What follows belongs to an exercise in optimizing a design on an open flow for small area, a short achievable clock period and few clock cycles per item; a production flow would make more cautious choices.
RTL that was checked went through simulation tests only; none was proved equivalent to the original.
Power and IR drop assume default switching activity.

==> garnet: inputs <==
Design iris4_packer, start of the top module:
module iris4_packer (
    input  wire         clk,
    input  wire         rst,
    input  wire         in_valid,
    output wire         in_ready,
    input  wire [31:0]  in_data,
    input  wire [15:0]  in_draw,
    input  wire         in_last,
    input  wire [1:0]   in_rnd,
    input  wire         in_sat,
    input  wire         in_flush,
    output wire         out_valid,
    input  wire         out_ready,
    output wire [7:0]   out_scale,
    output wire [127:0] out_codes,
    output wire [5:0]   out_nsat,
    output wire [5:0]   out_nflush,
    output wire [5:0]   out_nnan
);
Settings: LEC_CHECK=0, CAP_MARGIN=20, CORE_MARGIN=2, CORE_UTILIZATION=72, CTS_CLUSTER_DIAMETER=90, CTS_CLUSTER_SIZE=28, PLACE_DENSITY=0.82, SLEW_MARGIN=20; clock period 40.0 ns.
standard.sh (not shown) runs the stock make flow with config.mk's settings and CLKGATE_MAP_FILE= SYNTH_SCRIPT=/design/flow/synth_recipe.tcl, a recipe that flattens the netlist after the stock synthesis.
==> flow/flow/run.sh <==
#!/bin/bash
# Standard layout, with the ports buffered by a plain buffer and timing
# repair asked to leave more setup slack than the clock needs.
set -euo pipefail
export BUFFER_PORTS_ARGS="-buffer_cell sky130_fd_sc_hd__buf_2"
bash standard.sh SETUP_SLACK_MARGIN=30.8 SKIP_GATE_CLONING=1 finish > standard.log 2>&1
==> violet (differences from garnet) <==
--- a/flow/design.v
+++ b/flow/design.v
@@ -29,25 +29,24 @@
 module iris4_quant (
     input  wire        sgn,
     input  wire [7:0]  ex,        
     input  wire [19:0] fr,        
     input  wire        frs,       
     input  wire [15:0] draw,      
     input  wire [7:0]  scale,
+    input  wire [7:0]  K,         
     input  wire [1:0]  rnd,       
     output reg  [3:0]  code
 );
     localparam RNE = 2'd0, RTZ = 2'd1, RSTO = 2'd2;
-    wire [5:0] se = scale[7:2];
     wire [1:0] f  = scale[1:0];
     wire [2:0] D  = {1'b1, f};
     wire over = (ex > 8'h99) ||
                 (ex == 8'h99 && ({fr, frs} > {20'h20000, 1'b0}));
     wire lt = fr[19:18] < f;
-    wire [7:0] K   = {2'b00, se} + 8'd88;
     wire [8:0] shv = {1'b0, K} - {1'b0, ex};        
     wire       shv_le0 = shv[8] || (shv == 9'd0);
     wire       shv_big = !shv[8] && (shv[7:0] > 8'd21);
     reg  [4:0]  sh;
     reg  [1:0]  u;                
     always @* begin
         if (shv_le0) begin
@@ -85,17 +84,19 @@
     end
     wire [2:0] X = D - rtop;
     wire [3:0] rh   = {rtop, Ns[15]};
     wire       lo0  = (Ns[14:0] == 15'd0);
     wire       ne_gt = (rh > {1'b0, D}) || (rh == {1'b0, D} && !lo0);
     wire       ne_eq = (rh == {1'b0, D}) && lo0;
     wire       up_ne = ne_gt || (ne_eq && (st || keep[0]));
-    wire [18:0] Ys   = {3'd0, Ns[15:0]} + {1'b0, draw, 2'b00} +
-                       (f[0] ? {3'd0, draw} : 19'd0) + (f[1] ? {2'd0, draw, 1'b0} : 19'd0);
-    wire        up_so = Ys[18:16] >= X;
+    wire [18:0] Dd   = {1'b0, draw, 2'b00} + (f[0] ? {3'd0, draw} : 19'd0) +
+                       (f[1] ? {2'd0, draw, 1'b0} : 19'd0);
+    wire        c16  = Ns[15:0] > ~Dd[15:0];
+    wire [2:0]  Dh   = Dd[18:16];
+    wire        up_so = (Dh >= X) || (c16 && (Dh + 3'd1 == X));
     wire up = (rnd == RSTO) ? up_so : (rnd == RNE) ? up_ne : 1'b0;
     reg  [2:0] kr;
     reg  [3:0] halves;
     reg  [2:0] mag;
     always @* begin
         kr = {1'b0, keep} + {2'b00, up};
         case (u)
@@ -138,44 +139,42 @@
     output wire [127:0] out_codes,
     output wire [5:0]   out_nsat,
     output wire [5:0]   out_nflush,
     output wire [5:0]   out_nnan
 );
     localparam integer NR  = 34;                 
     localparam integer TAP = NR - 2;             
-    localparam integer W   = 46;                 
+    localparam integer W   = 47;                 
     reg  [W-1:0]  ring [0:NR-1];
     reg  [NR-1:0] rv;            
     reg  [5:0]    skip;          
     reg  [5:0]    gap;           
     reg           ready;         
     reg           blk_open;      
     reg           new0;          
-    reg           r0_last;       
     reg  [1:0]    r0_rnd;        
     reg           r0_sat;
     reg           r0_flush;
     reg  [7:0]   acc_sc;         
     reg          acc_nz;         
     reg          acc_nb;         
     reg  [5:0]   acc_nnn;        
     reg  [5:0]   acc_nov;        
     reg  [5:0]   acc_nfl;        
     reg  [1:0]   acc_rnd;
     reg          acc_done;       
     reg          acc_empty;      
-    reg  [4:0]   acc_cnt;        
     reg          d1_v;
     reg  [7:0]   d1_scale;
     reg  [1:0]   d1_rnd;
-    reg  [4:0]   d1_cnt;         
+    reg  [5:0]   d1_nsat;
     reg  [5:0]   d1_nflush;
-    reg  [5:0]   d1_n;           
+    reg  [5:0]   d1_nnan;
     reg  [7:0]   cur_scale;
-    reg  [4:0]   cur_cnt;        
+    reg  [7:0]   cur_K;          
     reg  [1:0]   cur_rnd;
     reg          act;            
     reg  [4:0]   idx;
     reg          ovalid;
     reg  [7:0]   scale;
     reg  [127:0] codes;
     reg  [5:0]   nsat;
@@ -185,17 +184,17 @@
     assign out_valid  = ovalid;
     assign out_scale  = scale;
     assign out_codes  = codes;
     assign out_nsat   = nsat;
     assign out_nflush = nflush;
     assign out_nnan   = nnan;
     wire         in_fire = in_valid && in_ready;
-    wire [W-1:0] in_slot = {in_draw, in_data[31:3], |in_data[2:0]};
+    wire [W-1:0] in_slot = {in_last, in_draw, in_data[31:3], |in_data[2:0]};
     wire [W-1:0] e0      = ring[0];
-    wire         e_last  = r0_last;
+    wire         e_last  = e0[46];
     wire [7:0]   e_ex    = e0[28:21];
     wire         e_mnz   = (e0[20:1] != 20'd0) || e0[0];
     wire         e_isnan = (e_ex == 8'hFF) && e_mnz;
     wire         e_flsh  = r0_flush && (e_ex == 8'd0) && e_mnz;
     wire         e_over  = !e_isnan && ((e_ex > 8'h99) ||
                            (e_ex == 8'h99 && ({e0[20:1], e0[0]} > {20'h20000, 1'b0})));
     wire         e_nz    = !e_isnan && !e_flsh && ((e_ex != 8'd0) || e_mnz);
@@ -207,47 +206,48 @@
         .scale (e_sc0)
     );
     assign e_sc = e_over ? 8'hFE : e_sc0;
     wire [7:0] acc_scale = acc_nb ? 8'hFF : acc_nz ? acc_sc : 8'h00;
     wire [5:0] acc_nsat  = acc_nb ? 6'd0 : acc_nov;
     wire [5:0] acc_nnan  = acc_nb ? acc_nnn : 6'd0;
     wire [W-1:0] t      = ring[TAP];
-    wire         t_last = (idx == cur_cnt);
+    wire         t_last = t[46];
     wire         first  = !act;
     wire [3:0] q_code;
     iris4_quant u_quant (
         .sgn   (t[29]),
         .ex    (t[28:21]),
         .fr    (t[20:1]),
         .frs   (t[0]),
         .draw  (t[45:30]),
         .scale (cur_scale),
+        .K     (cur_K),
         .rnd   (cur_rnd),
         .code  (q_code)
     );
     wire [3:0] code = (cur_scale == 8'hFF) ? 4'h8 :
                       (cur_scale == 8'h00) ? 4'h0 : q_code;
     wire t_base   = rv[TAP] && (skip == 6'd0);
     wire t_sure   = t_base && (act || ((d1_v || acc_done) && !ovalid));
     wire t_cond   = t_base && !act && (d1_v || acc_done);
     wire take     = t_sure || (t_cond && out_ready);
     wire d1_take  = take && first && d1_v;
     wire acc_take = take && first && !d1_v;
-    wire xfer     = acc_done && !d1_v;
-    wire xfer0    = xfer;
-    wire xfer1    = xfer;
-    wire acc_free = xfer;
+    wire xfer0    = acc_done && !d1_v;
+    wire xfer1    = acc_done && (act ? !d1_v : d1_v);
+    wire xfer     = take ? xfer1 : xfer0;
+    wire acc_free = take ? (xfer1 || (first && !d1_v)) : xfer0;
     wire [NR-2:0] rv_lo   = {rv[TAP-1:0], in_ready ? in_valid : rv[NR-1]};
     wire [5:0]    skip0   = (skip != 6'd0) ? skip - 6'd1 : rv[TAP] ? NR - 1 : 6'd0;
     wire [5:0]    skip1   = 6'd0;                
     wire [5:0]    gap0    = (gap == NR - 1) ? 6'd0 : gap + 6'd1;
-    wire          accd0   = new0 ? e_last : (acc_done && d1_v);
-    wire          accd1   = accd0;
-    wire          d1v0    = acc_done || d1_v;
-    wire          d1v1    = !first && (acc_done || d1_v);
+    wire          accd0   = new0 ? e_last : (acc_done && !xfer0);
+    wire          accd1   = new0 ? e_last : (acc_done && !(xfer1 || (first && !d1_v)));
+    wire          d1v0    = xfer0 || d1_v;
+    wire          d1v1    = xfer1 || (d1_v && !first);
     wire busy00 = (accd0 && d1v0);               
     wire busy01 = (accd1 && d1v1);               
     wire busy10 = (accd0 || d1v0);               
     wire busy11 = (accd1 || d1v1);
     reg  [TAP:0]  late0;
     integer p;
     always @* begin
@@ -275,101 +275,88 @@
     wire [7:0] accs_new  = acc_nb_n ? 8'hFF : acc_nz_n ? acc_sc_n : 8'h00;
     wire [7:0] accs      = new0 ? accs_new : acc_scale;
     wire [1:0] accr      = new0 ? r0_rnd : acc_rnd;
     wire [7:0] cur0 = act     ? cur_scale : d1v0 ? d1s0 : accs;
     wire [7:0] cur1 = !t_last ? cur_scale : d1v1 ? d1s1 : accs;
     wire [1:0] crn0 = act     ? cur_rnd   : d1v0 ? d1r0 : accr;
     wire [1:0] crn1 = !t_last ? cur_rnd   : d1v1 ? d1r1 : accr;
-    wire [4:0] d1c0 = xfer0 ? acc_cnt : d1_cnt;
-    wire [4:0] d1c1 = xfer1 ? acc_cnt : d1_cnt;
-    wire [4:0] accc = new0 ? (a_init ? 5'd0 : acc_cnt + 5'd1) : acc_cnt;
-    wire [4:0] ccn0 = act     ? cur_cnt : d1v0 ? d1c0 : accc;
-    wire [4:0] ccn1 = !t_last ? cur_cnt : d1v1 ? d1c1 : accc;
+    wire [7:0] curK0 = {2'b00, cur0[7:2]} + 8'd88;
+    wire [7:0] curK1 = {2'b00, cur1[7:2]} + 8'd88;
     integer i;
-    wire        hdr_ld = take && first;
-    wire [25:0] hdr_new = {cur_scale,
-                           d1_v ? (d1_scale == 8'hFF ? 6'd0 : d1_n) : acc_nsat,
-                           d1_v ? d1_nflush : acc_nfl,
-                           d1_v ? (d1_scale == 8'hFF ? d1_n : 6'd0) : acc_nnan};
-    reg  [127:0] codes_n;
-    reg          c_sel, c_clr;
-    always @* begin
-        for (i = 0; i < 32; i = i + 1) begin
-            c_sel = take && (idx == i);
-            c_clr = take && first;
-            codes_n[4*i +: 4] = ({4{c_sel}} & code) | ({4{!c_sel && !c_clr}} & codes[4*i +: 4]);
-        end
-    end
-    always @(posedge clk) begin
-        {scale, nsat, nflush, nnan} <= ({26{hdr_ld}} & hdr_new) |
-                                       ({26{!hdr_ld}} & {scale, nsat, nflush, nnan});
-        codes <= codes_n;
-    end
     always @(posedge clk) begin
         for (i = 1; i < NR; i = i + 1)
             ring[i] <= ring[i-1];
         ring[0]  <= in_ready ? in_slot : ring[NR-1];
-        r0_last  <= in_last;
         r0_rnd   <= in_rnd;
         r0_sat   <= in_sat;
         r0_flush <= in_flush;
         if (rst) begin
             rv       <= {NR{1'b0}};
             skip     <= 6'd0;
             gap      <= 6'd0;
             ready    <= 1'b1;
             blk_open <= 1'b0;
             new0     <= 1'b0;
             acc_done <= 1'b0;
             acc_empty <= 1'b1;
             cur_scale <= 8'd0;
-            cur_cnt  <= 5'd0;
+            cur_K    <= 8'd88;
             cur_rnd  <= 2'd0;
             d1_v     <= 1'b0;
             act      <= 1'b0;
             idx      <= 5'd0;
             ovalid   <= 1'b0;
         end else begin
             rv       <= {rv[TAP] && !take, rv_lo};
             skip     <= take ? skip1 : skip0;
             gap      <= in_fire ? 6'd0 : gap0;
             ready    <= ready_n;
             blk_open <= in_fire ? !in_last : blk_open;
             new0     <= in_fire;
             cur_scale <= take ? cur1  : cur0;
-            cur_cnt   <= take ? ccn1  : ccn0;
+            cur_K     <= take ? curK1 : curK0;
             cur_rnd   <= take ? crn1  : crn0;
             if (new0) begin
                 acc_sc    <= acc_sc_n;
                 acc_nz    <= acc_nz_n;
                 acc_nb    <= acc_nb_n;
                 acc_nnn   <= (a_init ? 6'd0 : acc_nnn) + {5'd0, !e_isnan};
                 acc_nov   <= (a_init ? 6'd0 : acc_nov) + {5'd0, e_over};
                 acc_nfl   <= (a_init ? 6'd0 : acc_nfl) + {5'd0, e_flsh};
                 acc_rnd   <= r0_rnd;
-                acc_cnt   <= a_init ? 5'd0 : acc_cnt + 5'd1;
                 acc_done  <= e_last;
                 acc_empty <= 1'b0;
             end else if (acc_free) begin
                 acc_done  <= 1'b0;
                 acc_empty <= 1'b1;
             end
             if (xfer) begin
-                d1_v      <= !acc_take;
+                d1_v      <= 1'b1;
                 d1_scale  <= acc_scale;
                 d1_rnd    <= acc_rnd;
-                d1_cnt    <= acc_cnt;
-                d1_n      <= acc_nb ? acc_nnn : acc_nov;
+                d1_nsat   <= acc_nsat;
                 d1_nflush <= acc_nfl;
+                d1_nnan   <= acc_nnan;
             end else if (d1_take) begin
                 d1_v <= 1'b0;
             end
             if (ovalid && out_ready)
                 ovalid <= 1'b0;
             if (take) begin
+                if (first) begin
+                    scale   <= cur_scale;
+                    nsat    <= d1_v ? d1_nsat   : acc_nsat;
+                    nflush  <= d1_v ? d1_nflush : acc_nfl;
+                    nnan    <= d1_v ? d1_nnan   : acc_nnan;
+                end
+                for (i = 0; i < 32; i = i + 1)
+                    if (i == idx)
+                        codes[4*i +: 4] <= code;
+                    else if (first)
+                        codes[4*i +: 4] <= 4'h0;
                 if (t_last) begin
                     ovalid <= 1'b1;
                     act    <= 1'b0;
                     idx    <= 5'd0;
                 end else begin
                     act    <= 1'b1;
                     idx    <= idx + 5'd1;
==> flow/flow/run.sh (replaced) <==
#!/bin/bash
# Standard layout, with the ports buffered by a plain buffer and timing
# repair asked to leave more setup slack than the clock needs.
set -euo pipefail
export BUFFER_PORTS_ARGS="-buffer_cell sky130_fd_sc_hd__buf_2"
bash standard.sh SETUP_SLACK_MARGIN=30.5 finish > standard.log 2>&1
==> flow/config.mk (replaced) <==
export PLATFORM = sky130hd
export DESIGN_NAME = iris4_packer
export DESIGN_NICKNAME = iris4_packer
export VERILOG_FILES = /design/flow/design.v
export SDC_FILE = /design/flow/constraint.sdc
export NUM_CORES = 4
export LEC_CHECK = 0
export CAP_MARGIN = 20
export CORE_MARGIN = 2
export CORE_UTILIZATION = 40
export CTS_CLUSTER_DIAMETER = 90
export CTS_CLUSTER_SIZE = 28
export SLEW_MARGIN = 20
==> fjord (differences from garnet) <==
--- a/flow/design.v
+++ b/flow/design.v
@@ -281,33 +281,25 @@
     wire [1:0] crn1 = !t_last ? cur_rnd   : d1v1 ? d1r1 : accr;
     wire [4:0] d1c0 = xfer0 ? acc_cnt : d1_cnt;
     wire [4:0] d1c1 = xfer1 ? acc_cnt : d1_cnt;
     wire [4:0] accc = new0 ? (a_init ? 5'd0 : acc_cnt + 5'd1) : acc_cnt;
     wire [4:0] ccn0 = act     ? cur_cnt : d1v0 ? d1c0 : accc;
     wire [4:0] ccn1 = !t_last ? cur_cnt : d1v1 ? d1c1 : accc;
     integer i;
-    wire        hdr_ld = take && first;
-    wire [25:0] hdr_new = {cur_scale,
-                           d1_v ? (d1_scale == 8'hFF ? 6'd0 : d1_n) : acc_nsat,
-                           d1_v ? d1_nflush : acc_nfl,
-                           d1_v ? (d1_scale == 8'hFF ? d1_n : 6'd0) : acc_nnan};
     reg  [127:0] codes_n;
     reg          c_sel, c_clr;
     always @* begin
         for (i = 0; i < 32; i = i + 1) begin
             c_sel = take && (idx == i);
             c_clr = take && first;
             codes_n[4*i +: 4] = ({4{c_sel}} & code) | ({4{!c_sel && !c_clr}} & codes[4*i +: 4]);
         end
     end
-    always @(posedge clk) begin
-        {scale, nsat, nflush, nnan} <= ({26{hdr_ld}} & hdr_new) |
-                                       ({26{!hdr_ld}} & {scale, nsat, nflush, nnan});
+    always @(posedge clk)
         codes <= codes_n;
-    end
     always @(posedge clk) begin
         for (i = 1; i < NR; i = i + 1)
             ring[i] <= ring[i-1];
         ring[0]  <= in_ready ? in_slot : ring[NR-1];
         r0_last  <= in_last;
         r0_rnd   <= in_rnd;
         r0_sat   <= in_sat;
@@ -362,14 +354,20 @@
                 d1_nflush <= acc_nfl;
             end else if (d1_take) begin
                 d1_v <= 1'b0;
             end
             if (ovalid && out_ready)
                 ovalid <= 1'b0;
             if (take) begin
+                if (first) begin
+                    scale   <= cur_scale;
+                    nsat    <= d1_v ? (d1_scale == 8'hFF ? 6'd0 : d1_n) : acc_nsat;
+                    nflush  <= d1_v ? d1_nflush : acc_nfl;
+                    nnan    <= d1_v ? (d1_scale == 8'hFF ? d1_n : 6'd0) : acc_nnan;
+                end
                 if (t_last) begin
                     ovalid <= 1'b1;
                     act    <= 1'b0;
                     idx    <= 5'd0;
                 end else begin
                     act    <= 1'b1;
                     idx    <= idx + 5'd1;
==> flow/config.mk (replaced) <==
export PLATFORM = sky130hd
export DESIGN_NAME = iris4_packer
export DESIGN_NICKNAME = iris4_packer
export VERILOG_FILES = /design/flow/design.v
export SDC_FILE = /design/flow/constraint.sdc
export NUM_CORES = 4
export LEC_CHECK = 0
export CAP_MARGIN = 20
export CORE_MARGIN = 2
export CORE_UTILIZATION = 60
export CTS_CLUSTER_DIAMETER = 90
export CTS_CLUSTER_SIZE = 28
export PLACE_DENSITY = 0.72
export SLEW_MARGIN = 20
==> indigo (differences from garnet) <==
--- a/flow/design.v
+++ b/flow/design.v
@@ -281,33 +281,14 @@
     wire [1:0] crn1 = !t_last ? cur_rnd   : d1v1 ? d1r1 : accr;
     wire [4:0] d1c0 = xfer0 ? acc_cnt : d1_cnt;
     wire [4:0] d1c1 = xfer1 ? acc_cnt : d1_cnt;
     wire [4:0] accc = new0 ? (a_init ? 5'd0 : acc_cnt + 5'd1) : acc_cnt;
     wire [4:0] ccn0 = act     ? cur_cnt : d1v0 ? d1c0 : accc;
     wire [4:0] ccn1 = !t_last ? cur_cnt : d1v1 ? d1c1 : accc;
     integer i;
-    wire        hdr_ld = take && first;
-    wire [25:0] hdr_new = {cur_scale,
-                           d1_v ? (d1_scale == 8'hFF ? 6'd0 : d1_n) : acc_nsat,
-                           d1_v ? d1_nflush : acc_nfl,
-                           d1_v ? (d1_scale == 8'hFF ? d1_n : 6'd0) : acc_nnan};
-    reg  [127:0] codes_n;
-    reg          c_sel, c_clr;
-    always @* begin
-        for (i = 0; i < 32; i = i + 1) begin
-            c_sel = take && (idx == i);
-            c_clr = take && first;
-            codes_n[4*i +: 4] = ({4{c_sel}} & code) | ({4{!c_sel && !c_clr}} & codes[4*i +: 4]);
-        end
-    end
-    always @(posedge clk) begin
-        {scale, nsat, nflush, nnan} <= ({26{hdr_ld}} & hdr_new) |
-                                       ({26{!hdr_ld}} & {scale, nsat, nflush, nnan});
-        codes <= codes_n;
-    end
     always @(posedge clk) begin
         for (i = 1; i < NR; i = i + 1)
             ring[i] <= ring[i-1];
         ring[0]  <= in_ready ? in_slot : ring[NR-1];
         r0_last  <= in_last;
         r0_rnd   <= in_rnd;
         r0_sat   <= in_sat;
@@ -362,14 +343,25 @@
                 d1_nflush <= acc_nfl;
             end else if (d1_take) begin
                 d1_v <= 1'b0;
             end
             if (ovalid && out_ready)
                 ovalid <= 1'b0;
             if (take) begin
+                if (first) begin
+                    scale   <= cur_scale;
+                    nsat    <= d1_v ? (d1_scale == 8'hFF ? 6'd0 : d1_n) : acc_nsat;
+                    nflush  <= d1_v ? d1_nflush : acc_nfl;
+                    nnan    <= d1_v ? (d1_scale == 8'hFF ? d1_n : 6'd0) : acc_nnan;
+                end
+                for (i = 0; i < 32; i = i + 1)
+                    if (i == idx)
+                        codes[4*i +: 4] <= code;
+                    else if (first)
+                        codes[4*i +: 4] <= 4'h0;
                 if (t_last) begin
                     ovalid <= 1'b1;
                     act    <= 1'b0;
                     idx    <= 5'd0;
                 end else begin
                     act    <= 1'b1;
                     idx    <= idx + 5'd1;
==> flow/config.mk (replaced) <==
export PLATFORM = sky130hd
export DESIGN_NAME = iris4_packer
export DESIGN_NICKNAME = iris4_packer
export VERILOG_FILES = /design/flow/design.v
export SDC_FILE = /design/flow/constraint.sdc
export NUM_CORES = 4
export LEC_CHECK = 0
export CAP_MARGIN = 20
export CORE_MARGIN = 2
export CORE_UTILIZATION = 60
export CTS_CLUSTER_DIAMETER = 90
export CTS_CLUSTER_SIZE = 28
export PLACE_DENSITY = 0.72
export SLEW_MARGIN = 20
==> comparison <==
- Of garnet and indigo, indigo has the higher clock skew (gap 22 ps).
- Die area, lowest first: garnet, fjord, indigo, violet.
- Sequential share of layout area: garnet < fjord < violet < indigo.
- Sequential power: indigo is lower than violet (about 2%).
- Routed wire length, highest first: garnet, violet, fjord, indigo.
- The lowest first-iteration DRC count belongs to indigo, the highest to garnet.
- Core utilization, highest first: garnet, indigo, fjord, violet.
==> figures <==
metric                                                                                 violet                    fjord                   indigo                   garnet
Run status                                                            complete, no violations  complete, no violations  complete, no violations  complete, no violations
Kind of launch point of the worst setup path                                    primary input                 register                 register                 register
ClkCell Share                                                                           3.96%                    4.00%                    4.05%                    3.82%
Cell count after synthesis                                                              3,738                    3,743                    3,690                    3,827
Worst hold slack after final layout                                                    308 ps                   302 ps                   312 ps                   325 ps
Critical Setup Path Class                                           primary input to register  register to output port  register to output port  register to output port
Filler Cell Count                                                                       11.5k                    5,973                    5,976                    3,825
Simple-gate share of the synthesized area                                               7.11%                    7.14%                    6.95%                    7.38%
Number of instances resized during post-cts repair                                          8                       53                       57                       68
Number of clock sinks                                                                   1,888                    1,859                    1,859                    1,859
R2R cell count                                                                             37                       38                       41                       37
Buffer count excluding the clock tree in the final layout                                 257                      273                      269                      286
Highest Clock Rate                                                                    105 MHz                  108 MHz                  107 MHz                  107 MHz
Crit Reg-Reg Endpoint                                                codes[109]$_SDFFCE_PN0P_        codes[89]$_DFF_P_  codes[69]$_SDFFCE_PN0P_        codes[61]$_DFF_P_
Clock latency of the later-clocked register in the worst-skew pair                     720 ps                   680 ps                   670 ps                   680 ps
Largest net degree at the start of global routing                                          63                       73                       58                       88
Testbench counts of fjord, summed over its fixed seeds: cycles 61,642, blocks 2,048.
Testbench counts of indigo, summed over its fixed seeds: cycles 61,642, blocks 2,048.
Function not checked in garnet and violet: the RTL went through the layout flow alone.

==> what the ideal ports hide <==
The flow's constraints put no driver on any port. The routed layouts listed below were extracted and timed again, unchanged, in two steps.
Step 1 assumes that a clkbuf_16 drives the clock port and a buf_2 every other input.
Step 2 moves the port delays by t, midway between the first and last clock arrival at a register: inputs arrive t later, outputs are due t later. That takes back most of the time a late clock gives input paths.
Slacks: no drivers / after step 1 / after step 2; pairs: no drivers / after step 1.
| run | t, ns | setup slack, ns | worst setup path after step 2 | pins driven straight from the clock port |
|---|---|---|---|---|
| garnet | 0.732 | 30.618 / 30.546 / 29.928 | input to register | 1 |
| violet | 0.769 | 30.488 / 30.451 / 29.762 | input to register | 1 |
| fjord | 0.730 | 30.711 / 30.641 / 30.072 | input to register | 1 |
| indigo | 0.717 | 30.697 / 30.635 / 30.189 | input to register | 1 |
After both steps setup and hold are still met in every run listed. The setup slack of violet, which loses most, moves by -0.037 ns with the drivers and by -0.726 ns with both steps.
